Context: an optimization exercise on an open-source flow, tuned for small area and a short achievable clock period. The choices shown serve that exercise and are no tape-out recipe. Where RTL was checked, it was by simulation tests only, not by an equivalence proof against the original. The flow treats the clock pin as an ideal source, which a real chip does not have. No activity file was given, so power comes from the tool's default toggle rates.

## indigo
Design sojor_arbiter, start of the top module:
module sojor_arbiter (
    input  wire        clk,
    input  wire        rst,         
    input  wire [6:0]  cfg_nth,     
    input  wire [7:0]  req,         
    input  wire [7:0]  live,        
    input  wire [7:0]  withdraw,    
    input  wire [31:0] flits,       
    input  wire        busy,        
    output reg  [7:0]  gnt,         
    output wire [2:0]  park,
    output wire        park_v,
    output wire [2:0]  hold_in,
    output wire        hold_v,
    output wire [3:0]  ratchet,     
    output wire [6:0]  gcount
);
Size in the first run: roughly 1100 cells after synthesis, about 140 flip-flops, about 93 I/O pins, ~8500 sq um of cells after synthesis.
export LEC_CHECK = 0
export CAP_MARGIN = 20
export CORE_MARGIN = 2
export CORE_UTILIZATION = 40
export CTS_BUF_LIST = sky130_fd_sc_hd__clkbuf_4 sky130_fd_sc_hd__clkbuf_8
export SLEW_MARGIN = 20
create_clock -name core_clock -period 28.0 [get_ports {clk}]
standard.sh (not shown) runs the stock make flow with config.mk's settings and CLKGATE_MAP_FILE= SYNTH_SCRIPT=/design/flow/synth_recipe.tcl, a recipe that flattens the netlist after the stock synthesis.
==> flow/flow/run.sh <==
#!/bin/bash
# Own layout flow: the standard flow with three changes.
# 1. Synthesis is the standard one except for how the logic is mapped: no
#    half/full adder extraction before ABC, and ABC's script is flow/map.abc
#    (an area-oriented mapping). Registers are untouched.
# 2. Ports get plain buffers (buf_1) in place of the delay buffers that
#    buffer_ports picks by default.
# 3. After CTS, flow/post_cts.tcl upsizes cells on the slowest paths a little.
# Each tool's output goes to a log file of its own in this folder.
set -euo pipefail
W=$(pwd)
# synthesis script: synth_recipe.tcl with ABC's script replaced
{
  head -n 1 synth_recipe.tcl
  cat <<'EOT'
proc abc {args} {
  set i [lsearch -exact $args -script]
  if {$i >= 0} { set args [lreplace $args $i [expr {$i + 1}]] }
  set i [lsearch -exact $args -D]
  if {$i >= 0} { set args [lreplace $args $i [expr {$i + 1}]] }
  yosys abc -script $::env(FLOW_ABC_SCRIPT) {*}$args
}
EOT
  tail -n +2 synth_recipe.tcl
} > own_synth.tcl
export FLOW_ABC_SCRIPT=$W/flow/map.abc
sed -e "s|synth_recipe.tcl|own_synth.tcl|g" -e "s|^make -C |make ADDER_MAP_FILE= -C |" standard.sh > own_synth.sh
bash own_synth.sh synth > synth.log 2>&1
export BUFFER_PORTS_ARGS="-buffer_cell sky130_fd_sc_hd__buf_1"
export POST_CTS_TCL=$W/flow/post_cts.tcl
bash standard.sh > standard.log 2>&1
==> flow/flow/map.abc <==
strash; &get -n; &fraig -x; &put; scorr; dc2; strash; &get -n; &syn2; &dch -f; &nf; &put
==> flow/flow/post_cts.tcl <==
# Upsize cells (and swap pins) on the slowest paths, aiming a little above the
# worst slack after CTS, then legalize the placement again.
log_cmd estimate_parasitics -placement
set wns [worst_slack -max]
set margin [expr {$wns + 0.7}]
puts "post_cts: worst slack $wns, sizing to margin $margin"
log_cmd repair_timing -setup -setup_margin $margin -sequence "sizeup,swap" -verbose
set result [catch { detailed_placement } msg]
if { $result != 0 } {
  error "Detailed placement failed after post-CTS sizing: $msg"
}
check_placement -verbose
log_cmd estimate_parasitics -placement
puts "post_cts: worst slack now [worst_slack -max]"
Modified inputs, quartz compared to indigo
-- flow/flow/run.sh --
<<< indigo, line 1
#!/bin/bash
# Own layout flow: the standard flow with three changes.
# 1. Synthesis is the standard one except for how the logic is mapped: no
>>> quartz, line 1
#!/bin/bash
# Own layout flow: the standard flow with four changes.
# 1. Synthesis is the standard one except for how the logic is mapped: no
<<< indigo, line 7
#    buffer_ports picks by default.
# 3. After CTS, flow/post_cts.tcl upsizes cells on the slowest paths a little.
# Each tool's output goes to a log file of its own in this folder.
>>> quartz, line 7
#    buffer_ports picks by default.
# 3. CTS adds no dummy load cells to the clock tree.
# 4. After CTS, flow/post_cts.tcl upsizes cells on the slowest paths a little.
# Each tool's output goes to a log file of its own in this folder.
<<< indigo, line 30
export POST_CTS_TCL=$W/flow/post_cts.tcl
bash standard.sh > standard.log 2>&1
>>> quartz, line 31
export POST_CTS_TCL=$W/flow/post_cts.tcl
export CTS_ARGS="-sink_clustering_enable -repair_clock_nets -buf_list {sky130_fd_sc_hd__clkbuf_4 sky130_fd_sc_hd__clkbuf_8} -dont_use_dummy_load"
bash standard.sh > standard.log 2>&1
--- outcome ---
The met2 demand-to-capacity share in global routing was comparable across indigo and quartz.
The higher buffering stage count on the worst path with inverters included of indigo and quartz is in indigo.
Going from indigo to quartz, internal cell power saw a decrease, clock skew saw an increase, overall via count from detail_route lower.
quartz gives less first-iteration DRC count than indigo did.
Taking indigo as the reference, in quartz clock group share of total power dropped 6.2 points; proportion of cell area spent on the clock network dropped 1.5 points; fraction of area in multi-input gates climbed 0.86 points.
indigo was larger in final cell area than quartz.
The following lists how juniper was set up differently from quartz:
==> flow/flow/map.abc <==
strash; &get -n; &fraig -x; &put; scorr; dc2; dretime; strash; &get -n; &dch -f; &nf; &put
==> comparison <==
- Of the two values seen for endpoint of the worst setup timing path, gnt[5] was produced by quartz and gnt[7] by juniper.
- juniper against quartz: largest voltage drop on the vdd net went down, power in sequential cells flat, number of logic stages on the critical path including buffering now sits higher.
- Summary: highest achievable clock rate, juniper worse than quartz
- juniper: number of buffers and inverters on the critical path 1 above quartz
- Comparing quartz and juniper, number of combinational gates with multiple inputs is lower on quartz.
- Relative to quartz, the area share of fa/ha/maj cells after synthesis of juniper is higher by 0.70 points.
- Comparing non-clock buffer count for quartz and juniper, the smaller number came from juniper.
- Initial core utilization, quartz and juniper, lower one = quartz.
No functional check of the RTL was part of any run of this note.

The RTL this note starts from:
==> flow/design.v <==
module sojor_arbiter (
    input  wire        clk,
    input  wire        rst,         
    input  wire [6:0]  cfg_nth,     
    input  wire [7:0]  req,         
    input  wire [7:0]  live,        
    input  wire [7:0]  withdraw,    
    input  wire [31:0] flits,       
    input  wire        busy,        
    output reg  [7:0]  gnt,         
    output wire [2:0]  park,
    output wire        park_v,
    output wire [2:0]  hold_in,
    output wire        hold_v,
    output wire [3:0]  ratchet,     
    output wire [6:0]  gcount
);
    reg [2:0]  age_q  [0:7];
    reg [11:0] wait_q [0:7];
    reg [3:0]  rat_q;              
    reg [3:0]  len_q;              
    reg [2:0]  park_q;
    reg        park_v_q;
    reg [5:0]  gc_q;
    function ge7(input [6:0] a, input [6:0] b);
        integer k;
        reg r;
        begin
            r = 1'b1;
            for (k = 0; k < 7; k = k + 1)
                r = (a[k] & ~b[k]) | (a[k] & r) | (~b[k] & r);
            ge7 = r;
        end
    endfunction
    wire [7:0] ask     = req & live;
    wire       hv      = |rat_q;
    wire [7:0] park_oh = 8'd1 << park_q;
    wire       arb     = ~busy & ~hv;        
    wire [95:0] wait_v;
    wire [23:0] age_v;
    genvar gi;
    generate
        for (gi = 0; gi < 8; gi = gi + 1) begin : g_v
            assign wait_v[12*gi +: 12] = wait_q[gi];
            assign age_v[3*gi +: 3]    = age_q[gi];
        end
    endgenerate
    wire [7:0] wa, ww;
    sa_pick #(3)  u_pick_age  (.ask(ask), .v(age_v),  .win(wa));
    sa_pick #(12) u_pick_wait (.ask(ask), .v(wait_v), .win(ww));
    wire [6:0] gp     = {1'b0, gc_q} + 7'd1;
    wire [6:0] thr    = {cfg_nth[6], cfg_nth[5:0] & {6{~cfg_nth[6]}}};
    wire       hit    = ge7(gp, thr) & (|gp[6:2]);
    wire [6:0] gc_inc = gp;
    wire [7:0] w_oh   = hit ? ww : wa;       
    wire       fw     = park_v_q && ask == park_oh;
    wire [7:0] g_arb  = w_oh & ~withdraw;    
    always @* begin
        if (rst || busy)
            gnt = 8'd0;
        else if (hv)
            gnt = ask & park_oh;
        else
            gnt = g_arb;
    end
    integer i;
    reg [2:0] g_idx;
    reg [3:0] g_flits;
    always @* begin
        g_idx   = 3'd0;
        g_flits = 4'd0;
        for (i = 0; i < 8; i = i + 1)
            if (w_oh[i]) begin
                g_idx   = g_idx | i[2:0];
                g_flits = g_flits | flits[4*i +: 4];
            end
    end
    wire       granted = |g_arb;
    wire [3:0] rat_inc = rat_q + 4'd1;
    wire [7:0] w_clr  = {8{arb}} & w_oh;                        
    wire [7:0] hold_k = {8{~busy & hv}} & park_oh;              
    wire [7:0] w_inc  = ask & ~w_clr & ~hold_k;
    wire [7:0] a_inc  = {8{arb}} & ask & ~w_oh;
    wire [95:0] wait_d;
    wire [23:0] age_d;
    generate
        for (gi = 0; gi < 8; gi = gi + 1) begin : g_cnt
            sa_count #(12) u_wait (.q(wait_q[gi]), .inc(w_inc[gi]), .clr(rst | w_clr[gi]),
                                   .d(wait_d[12*gi +: 12]));
            sa_count #(3)  u_age  (.q(age_q[gi]),  .inc(a_inc[gi]), .clr(rst | w_clr[gi]),
                                   .d(age_d[3*gi +: 3]));
        end
    endgenerate
    always @(posedge clk) begin
        for (i = 0; i < 8; i = i + 1) begin
            wait_q[i] <= wait_d[12*i +: 12];
            age_q[i]  <= age_d[3*i +: 3];
        end
        if (arb && granted && g_flits > 4'd1)
            len_q <= g_flits;
        if (rst) begin
            rat_q    <= 4'd0;
            park_q   <= 3'd0;
            park_v_q <= 1'b0;
            gc_q     <= 6'd0;
        end else begin
            if (arb && ask != 8'd0 && !fw)
                gc_q <= hit ? 6'd0 : gc_inc[5:0];
            if (arb && granted) begin
                park_q   <= g_idx;
                park_v_q <= 1'b1;
                if (g_flits > 4'd1)
                    rat_q <= 4'd1;
            end
            if (!busy && hv && (ask & park_oh) != 8'd0)
                rat_q <= (rat_inc == len_q) ? 4'd0 : rat_inc;
        end
    end
    assign park    = park_q;
    assign park_v  = park_v_q;
    assign hold_in = park_q;
    assign hold_v  = hv;
    assign ratchet = rat_q;
    assign gcount  = {1'b0, gc_q};
endmodule
module sa_pick #(parameter W = 12) (
    input  wire [7:0]     ask,
    input  wire [8*W-1:0] v,
    output wire [7:0]     win
);
    function ge(input [W-1:0] a, input [W-1:0] b);
        integer k;
        reg r;
        begin
            r = 1'b1;
            for (k = 0; k < W; k = k + 1)
                r = (a[k] & ~b[k]) | (a[k] & r) | (~b[k] & r);
            ge = r;
        end
    endfunction
    wire [W-1:0] v0 = v[0*W +: W], v1 = v[1*W +: W], v2 = v[2*W +: W],
                 v3 = v[3*W +: W], v4 = v[4*W +: W], v5 = v[5*W +: W],
                 v6 = v[6*W +: W], v7 = v[7*W +: W];
    wire c10 = ge(v1, v0), c20 = ge(v2, v0), c21 = ge(v2, v1);
    wire c43 = ge(v4, v3), c53 = ge(v5, v3), c54 = ge(v5, v4);
    wire c76 = ge(v7, v6);
    wire [7:0] p;
    assign p[0] = ask[0] & (~ask[1] | ~c10) & (~ask[2] | ~c20);
    assign p[1] = ask[1] & (~ask[0] |  c10) & (~ask[2] | ~c21);
    assign p[2] = ask[2] & (~ask[0] |  c20) & (~ask[1] |  c21);
    assign p[3] = ask[3] & (~ask[4] | ~c43) & (~ask[5] | ~c53);
    assign p[4] = ask[4] & (~ask[3] |  c43) & (~ask[5] | ~c54);
    assign p[5] = ask[5] & (~ask[3] |  c53) & (~ask[4] |  c54);
    assign p[6] = ask[6] & (~ask[7] | ~c76);
    assign p[7] = ask[7] & (~ask[6] |  c76);
    wire any_a = |ask[2:0], any_b = |ask[5:3], any_c = |ask[7:6];
    wire [W-1:0] va = ({W{p[0]}} & v0) | ({W{p[1]}} & v1) | ({W{p[2]}} & v2);
    wire [W-1:0] vb = ({W{p[3]}} & v3) | ({W{p[4]}} & v4) | ({W{p[5]}} & v5);
    wire [W-1:0] vc = ({W{p[6]}} & v6) | ({W{p[7]}} & v7);
    wire cba = ge(vb, va), cca = ge(vc, va), ccb = ge(vc, vb);
    wire sel_a = any_a & ~(any_b & cba) & ~(any_c & cca);
    wire sel_b = any_b & cba & ~(any_c & ccb);
    wire sel_c = any_c & cca & ccb;
    assign win = p & {{2{sel_c}}, {3{sel_b}}, {3{sel_a}}};
endmodule
module sa_count #(parameter W = 12) (
    input  wire [W-1:0] q,
    input  wire         inc,
    input  wire         clr,
    output wire [W-1:0] d
);
    wire [W:0] c;
    assign c[0] = inc & ~&q;
    genvar k;
    generate
        for (k = 0; k < W; k = k + 1) begin : g_k
            assign d[k]   = ~clr & (q[k] ^ c[k]);
            assign c[k+1] = q[k] & c[k];
        end
    endgenerate
endmodule
==> flow/config.mk <==
export PLATFORM = sky130hd
export DESIGN_NAME = sojor_arbiter
export DESIGN_NICKNAME = sojor_arbiter
export VERILOG_FILES = /design/flow/design.v
export SDC_FILE = /design/flow/constraint.sdc
export NUM_CORES = 4
export LEC_CHECK = 0
export CAP_MARGIN = 20
export CORE_MARGIN = 2
export CORE_UTILIZATION = 40
export CTS_BUF_LIST = sky130_fd_sc_hd__clkbuf_4 sky130_fd_sc_hd__clkbuf_8
export SLEW_MARGIN = 20
==> flow/constraint.sdc <==
create_clock -name core_clock -period 28.0 [get_ports {clk}]
set_input_delay 5.6000 -clock core_clock [delete_from_list [all_inputs] [get_ports {clk}]]
set_output_delay 5.6000 -clock core_clock [all_outputs]
set_load 0.01 [all_outputs]
==> flow/flow/run.sh <==
#!/bin/bash
# Own layout flow: the standard flow with three changes.
# 1. Synthesis is the standard one except for how the logic is mapped: no
#    half/full adder extraction before ABC, and ABC's script is flow/map.abc
#    (an area-oriented mapping). Registers are untouched.
# 2. Ports get plain buffers (buf_1) in place of the delay buffers that
#    buffer_ports picks by default.
# 3. After CTS, flow/post_cts.tcl upsizes cells on the slowest paths a little.
# Each tool's output goes to a log file of its own in this folder.
set -euo pipefail
W=$(pwd)
# synthesis script: synth_recipe.tcl with ABC's script replaced
{
  head -n 1 synth_recipe.tcl
  cat <<'EOT'
proc abc {args} {
  set i [lsearch -exact $args -script]
  if {$i >= 0} { set args [lreplace $args $i [expr {$i + 1}]] }
  set i [lsearch -exact $args -D]
  if {$i >= 0} { set args [lreplace $args $i [expr {$i + 1}]] }
  yosys abc -script $::env(FLOW_ABC_SCRIPT) {*}$args
}
EOT
  tail -n +2 synth_recipe.tcl
} > own_synth.tcl
export FLOW_ABC_SCRIPT=$W/flow/map.abc
sed -e "s|synth_recipe.tcl|own_synth.tcl|g" -e "s|^make -C |make ADDER_MAP_FILE= -C |" standard.sh > own_synth.sh
bash own_synth.sh synth > synth.log 2>&1
export BUFFER_PORTS_ARGS="-buffer_cell sky130_fd_sc_hd__buf_1"
export POST_CTS_TCL=$W/flow/post_cts.tcl
bash standard.sh > standard.log 2>&1
==> flow/flow/map.abc <==
strash; &get -n; &fraig -x; &put; scorr; dc2; strash; &get -n; &syn2; &dch -f; &nf -R 1000; &put
Scripts as last shown in full above: flow/flow/post_cts.tcl
The starting point produced a clean layout.
Change:
--- a/flow/flow/run.sh
+++ b/flow/flow/run.sh
@@ -2 +2 @@
-# Own layout flow: the standard flow with three changes.
+# Own layout flow: the standard flow with four changes.
@@ -8 +8,2 @@
-# 3. After CTS, flow/post_cts.tcl upsizes cells on the slowest paths a little.
+# 3. CTS adds no dummy load cells to the clock tree.
+# 4. After CTS, flow/post_cts.tcl upsizes cells on the slowest paths a little.
@@ -30,0 +32 @@
+export CTS_ARGS="-sink_clustering_enable -repair_clock_nets -buf_list {sky130_fd_sc_hd__clkbuf_4 sky130_fd_sc_hd__clkbuf_8} -dont_use_dummy_load"
==> flow/flow/map.abc (replaced) <==
strash; &get -n; &fraig -x; &put; scorr; dc2; strash; &get -n; &syn2; &dch -f; &nf; &put
Outcome:
- The new run went through all stages and came out clean
- non-clock buffer count rose by 2
- cell area rose by about 1.1%
- sequential cell count is unchanged
- worst setup slack improved by 0.65 ns
- wire length rose by about 10%
- critical path depth fell by 6
- die area rose by about 3%
- power fell by about 10%
- maximum frequency rose by 4.4%
- synthesized area rose by 3.1%
- global-route usage rose by 1.5 points
Change:
--- a/flow/flow/run.sh
+++ b/flow/flow/run.sh
@@ -2 +2 @@
-# Own layout flow: the standard flow with four changes.
+# Own layout flow: the standard flow with three changes.
@@ -8,2 +8 @@
-# 3. CTS adds no dummy load cells to the clock tree.
-# 4. After CTS, flow/post_cts.tcl upsizes cells on the slowest paths a little.
+# 3. After CTS, flow/post_cts.tcl upsizes cells on the slowest paths a little.
@@ -32 +30,0 @@
-export CTS_ARGS="-sink_clustering_enable -repair_clock_nets -buf_list {sky130_fd_sc_hd__clkbuf_4 sky130_fd_sc_hd__clkbuf_8} -dont_use_dummy_load"
==> flow/flow/map.abc (replaced) <==
strash; &get -n; &fraig -x; &put; scorr; dc2; dretime; strash; &get -n; &dch -f; &nf; &put
Worst setup slack gets worse by 0.16 ns.
Design area grows slightly.
Global-route usage is higher by 0.10 points.
Routed wire length rose by a few percent.
Sequential cell count is unchanged.
Clock power climbs by well over a third.
Total power increases by about a fifth.
Count of clock-buffer cells in the layout rises by 3.
Clock skew came out lower by 0.0083 ns.
Synthesized cell count increases by a few percent.
Worst hold slack hardly moves.
Change:
--- a/flow/flow/run.sh
+++ b/flow/flow/run.sh
@@ -2 +2 @@
-# Own layout flow: the standard flow with three changes.
+# Own layout flow: the standard flow with four changes.
@@ -8 +8,2 @@
-# 3. After CTS, flow/post_cts.tcl upsizes cells on the slowest paths a little.
+# 3. CTS adds no dummy load cells to the clock tree.
+# 4. After CTS, flow/post_cts.tcl upsizes cells on the slowest paths a little.
@@ -30,0 +32 @@
+export CTS_ARGS="-sink_clustering_enable -repair_clock_nets -buf_list {sky130_fd_sc_hd__clkbuf_4 sky130_fd_sc_hd__clkbuf_8} -dont_use_dummy_load"
==> flow/flow/map.abc (replaced) <==
strash; &get -n; &fraig -x; &put; scorr; dc2; strash; &get -n; &syn2; &dch -f; &nf; &put
--- a/flow/config.mk
+++ b/flow/config.mk
@@ -11,0 +12 @@
+export GPL_TIMING_DRIVEN = 0
Final area is lower by 1.3%.
Clock skew went up by 0.016 ns.
Die area came out lower by 0.39%.
Worst setup slack loses 0.43 ns.
Flip-flop and latch count is unchanged.
Maximum frequency decreases by 2.8%.
Wire length decreases by 6.7%.
Synthesized cell count shrinks by 3.6%.
Via count is lower by 2.6%.

[static timing again, ports no longer ideal]
Ports are ideal in the flow. The routed layouts listed here were re-timed in OpenROAD.
Step 1 (the two cells are an assumption about what drives the block):
set clk [get_ports {clk}]
set_driving_cell -lib_cell sky130_fd_sc_hd__clkbuf_16 $clk
set_driving_cell -lib_cell sky130_fd_sc_hd__buf_2 [delete_from_list [all_inputs] $clk]
Step 2 times the ports against the registers' clock, not the clock port: input delays grow and output delays shrink by t, the midpoint of the rising clock arrivals with the driver on.
a / b / c = ideal / step 1 / step 2; a / b = the first two.
run | shift t [ns] | setup WS [ns] | worst setup path after step 2
indigo | 0.508 | 12.755 / 12.733 / 12.733 | input to output
quartz | 0.484 | 12.769 / 12.750 / 12.750 | input to output
juniper | 0.484 | 11.990 / 11.969 / 11.969 | input to output
the first run of note 2 | 0.496 | 12.628 / 12.604 / 12.604 | input to output
the second run of note 2 | 0.494 | 13.279 / 13.252 / 13.252 | input to output
the third run of note 2 | 0.497 | 13.119 / 13.094 / 13.094 | input to output
the fourth run of note 2 | 0.493 | 12.690 / 12.666 / 12.666 | input to output
After both steps setup and hold are still met in every run listed. For the second run of note 2, which loses most, drivers alone change the setup slack by -0.027 ns; drivers and shift together by -0.027 ns.
